Context: an optimization exercise on an open-source flow, tuned for small area, a short achievable clock period and few clock cycles per item. The choices shown serve that exercise and are no tape-out recipe. Power is estimated from default activity; no workload was simulated.

Design bf_rescale, start of the top module:
module bf_rescale (
    input  wire        clk,
    input  wire        rst,
    input  wire        start,
    input  wire [63:0] mask,
    input  wire [1:0]  rs_cap,
    output wire        ready,
    output reg         rd_en,
    output wire [5:0]  rd_addr,
    input  wire [31:0] rd_data,
    output reg         out_valid,
    output reg  [5:0]  out_idx,
    output reg  [12:0] out_i,
    output reg  [12:0] out_q,
    output reg         done,
    output wire [15:0] s_out,
    output wire [4:0]  exp_out,
    output wire        null_out
);
    localparam [1:0] S_IDLE = 2'd0,
                     S_P1   = 2'd1,
                     S_DIV  = 2'd2,
                     S_P2   = 2'd3;
    localparam [5:0] D_FIRST  = 6'd5;
    localparam [5:0] P2_FIRST = 6'd37;
    localparam [5:0] P2_LAST  = 6'd36;
    localparam [1:0] M_SQ  = 2'd0,     
                     M_ONE = 2'd1,     
                     M_S   = 2'd2;     
    reg [1:0]  state;
    reg        ready_r;
    reg [5:0]  cnt;
    reg [63:0] mask_r;
    reg        cap_hi, cap_lo;
    reg        two;                     
    reg [15:0] s_r;
    reg [4:0]  exp_r;
    reg        null_r;
    assign ready    = ready_r;
    assign rd_addr  = cnt;
    assign s_out    = s_r;
    assign exp_out  = exp_r;
    assign null_out = null_r;
    wire accept = start & ready_r;
    wire last_rd  = (state == S_P1 && cnt == 6'd0) || (state == S_P2 && cnt == P2_LAST);
    wire first_rd = (state == S_P1 && cnt == 6'd1) || (state == S_P2 && cnt == P2_FIRST);
    always @(posedge clk) begin
        cnt    <= ready_r ? 6'd1 : cnt + 6'd1;
        mask_r <= ready_r ? {mask[0], mask[63:1]} : {mask_r[0], mask_r[63:1]};
        if (ready_r) begin
            cap_hi <= rs_cap[1];
            cap_lo <= rs_cap[0];
        end
        if (state == S_P1 && cnt == 6'd1)
  ...
==> flow/config.mk <==
export PLATFORM = sky130hd
export DESIGN_NAME = bf_rescale
export DESIGN_NICKNAME = bf_rescale
export VERILOG_FILES = /design/flow/design.v
export SDC_FILE = /design/flow/constraint.sdc
export NUM_CORES = 4
export LEC_CHECK = 0
export CAP_MARGIN = 20
export CORE_MARGIN = 2
export CORE_UTILIZATION = 40
export PLACE_DENSITY = 0.6
export SLEW_MARGIN = 20
==> flow/constraint.sdc <==
create_clock -name core_clock -period 12.0 [get_ports {clk}]
set_input_delay 2.4000 -clock core_clock [delete_from_list [all_inputs] [get_ports {clk}]]
set_output_delay 2.4000 -clock core_clock [all_outputs]
set_load 0.01 [all_outputs]
standard.sh (not shown) runs the stock make flow with config.mk's settings and CLKGATE_MAP_FILE= SYNTH_SCRIPT=/design/flow/synth_recipe.tcl, a recipe that flattens the netlist after the stock synthesis.
==> flow/flow/run.sh <==
#!/bin/bash
# The standard layout, with the setup repair aiming for a margin below the clock period
# and plain buffers (not delay cells) on the ports.
set -euo pipefail
bash standard.sh SETUP_SLACK_MARGIN=8 "BUFFER_PORTS_ARGS=-buffer_cell sky130_fd_sc_hd__buf_2" finish > standard_make.log 2>&1
Then changed:
--- a/flow/design.v
+++ b/flow/design.v
@@ -194,61 +194,59 @@
         out_idx <= !fp3 ? out_idx + 6'd1 : (md3 == M_S) ? P2_FIRST : 6'd1;
         out_i   <= sq ? p_i[12:0] : m3 ? 13'd0 : p_i[26:14];
         out_q   <= sq ? p_q[12:0] : m3 ? 13'd0 : p_q[26:14];
         hi_i    <= p_i[22:13];
         hi_q    <= p_q[22:13];
         if (v3 && md3 != M_S) begin
             nz   <= nz_t;
             anym <= anym_t;
         end
         m4     <= m3;
         first4 <= first3;
     end
-    reg [33:0] z;
+    reg [32:0] z;
     reg [29:0] s_rem;
     reg [1:0]  qb;
     reg        ovf;
+    reg [14:0] root;
     reg [16:0] srem;
     wire        in_div  = (state == S_DIV) && (cnt >= D_FIRST);
-    wire        d_neg   = z[33];
-    wire [32:0] dsum    = {z[33:2], 1'b1} + {(d_neg ? {2'b00, s_rem} : ~{2'b00, s_rem}), ~d_neg};
-    wire [31:0] dnew    = dsum[32:1];
-    wire        q_bit   = ~dnew[31];
-    wire        s_neg   = srem[16];
-    wire [14:0] root    = s_r[14:0];
+    wire [31:0] dsub    = {1'b0, z[32:2]} - {2'b00, s_rem};
+    wire        q_bit   = ~dsub[31];
     wire [18:0] ssh     = {srem, qb};
-    wire [18:0] snew    = ssh + {(s_neg ? {2'b00, root} : ~{2'b00, root}), 2'b11};
-    wire        s_bit   = ~snew[18];
+    wire [18:0] strial  = {2'b00, root, 2'b01};
+    wire [19:0] ssub    = {1'b0, ssh} - {1'b0, strial};
+    wire        s_bit   = ~ssub[19];
     wire        sq_step = (state == S_DIV) && (cnt[0] == D_FIRST[0] + 1'b1) && (cnt >= D_FIRST + 6'd3);
     wire [15:0] cap_v   = cap_lo ? 16'd23170 : 16'd32768;
     wire [29:0] sq_i    = {7'd0, hi_i, out_i};
     wire [29:0] sq_q    = {7'd0, hi_q, out_q};
     wire        big     = ovf | (cap_lo & (root >= 15'd23170));
     always @(posedge clk) begin
         if (in_div)
-            z <= {dnew[30:0], z[1:0], 1'b0};
+            z <= {(q_bit ? dsub[29:0] : z[31:2]), z[1:0], 1'b0};
         else
-            z <= {4'd0, (first4 ? 30'd0 : z[29:0]) + (v4 ? sq_i : 30'd0) + (v4 ? sq_q : 30'd0)};
+            z <= {3'd0, (first4 ? 30'd0 : z[29:0]) + (v4 ? sq_i : 30'd0) + (v4 ? sq_q : 30'd0)};
         s_rem <= (first4 ? 30'd0 : s_rem) + ((v4 & ~m4) ? sq_i : 30'd0) + ((v4 & ~m4) ? sq_q : 30'd0);
         if (in_div) begin
             qb <= {qb[0], q_bit};
             if (cnt == D_FIRST)
                 ovf <= q_bit;
         end
         if (state == S_DIV && cnt == D_FIRST) begin
-            s_r  <= 16'd0;
+            root <= 15'd0;
             srem <= 17'd0;
         end else if (sq_step) begin
-            s_r  <= {1'b0, root[13:0], s_bit};
-            srem <= snew[16:0];
+            root <= {root[13:0], s_bit};
+            srem <= s_bit ? ssub[16:0] : ssh[16:0];
         end
         if (state == S_P2 && cnt == P2_FIRST) begin
             s_r    <= !nz ? 16'd0 : big ? cap_v : {1'b0, root};
             null_r <= !nz;
         end
         if (v3 && md3 == M_ONE && last3) begin
             s_r    <= null_1 ? 16'd0 : 16'd16384;
             null_r <= null_1;
         end
     end
 endmodule
 module bf_bmul (
Synthesized area rises by a few percent.
Routed wire length came out higher by a few percent.
Power shrinks slightly.
Die area went up by a few percent.
Cell count rose by a few percent.
Setup slack degrades by 0.091 ns.
Sequential share of layout area falls by 0.11 points.
Non-clock buffer count goes up by 21.
Critical path depth rose by 1.
Worst hold slack stays flat.
Design area rose by a few percent.
Via count went up by a few percent.
Utilization came out higher by 0.47 points.
Clock-buffer cell count went down by 8.
No run of this note included a check of the RTL's function; only the layout flow was run.

## separate check: timing with driven ports
No port has a modelled driver above. Below, the same layouts with a new extraction and two added sets of constraints. Step 1, drivers: a clkbuf_16 drives clk and a buf_2 each remaining input, both assumed. Step 2 moves the port delays by t, midway between the first and last clock arrival at a register: inputs arrive t later, outputs are due t later. That takes back most of the time a late clock gives input paths. a / b / c = ideal / step 1 / step 2; a / b = the first two.
run | t, ns | setup WS [ns] | worst hold slack (ns) | worst register clock-pin slew, ns
the first run | 0.661 | 8.168 / 8.136 / 8.158 | 0.325 / 0.325 / 0.325 | 0.07 / 0.07
the second run | 0.661 | 8.077 / 8.077 / 8.077 | 0.325 / 0.325 / 0.325 | 0.07 / 0.07
After both steps setup and hold are still met in every run listed. The setup slack of the first run, which loses most, moves by -0.032 ns with the drivers and by -0.010 ns with both steps.
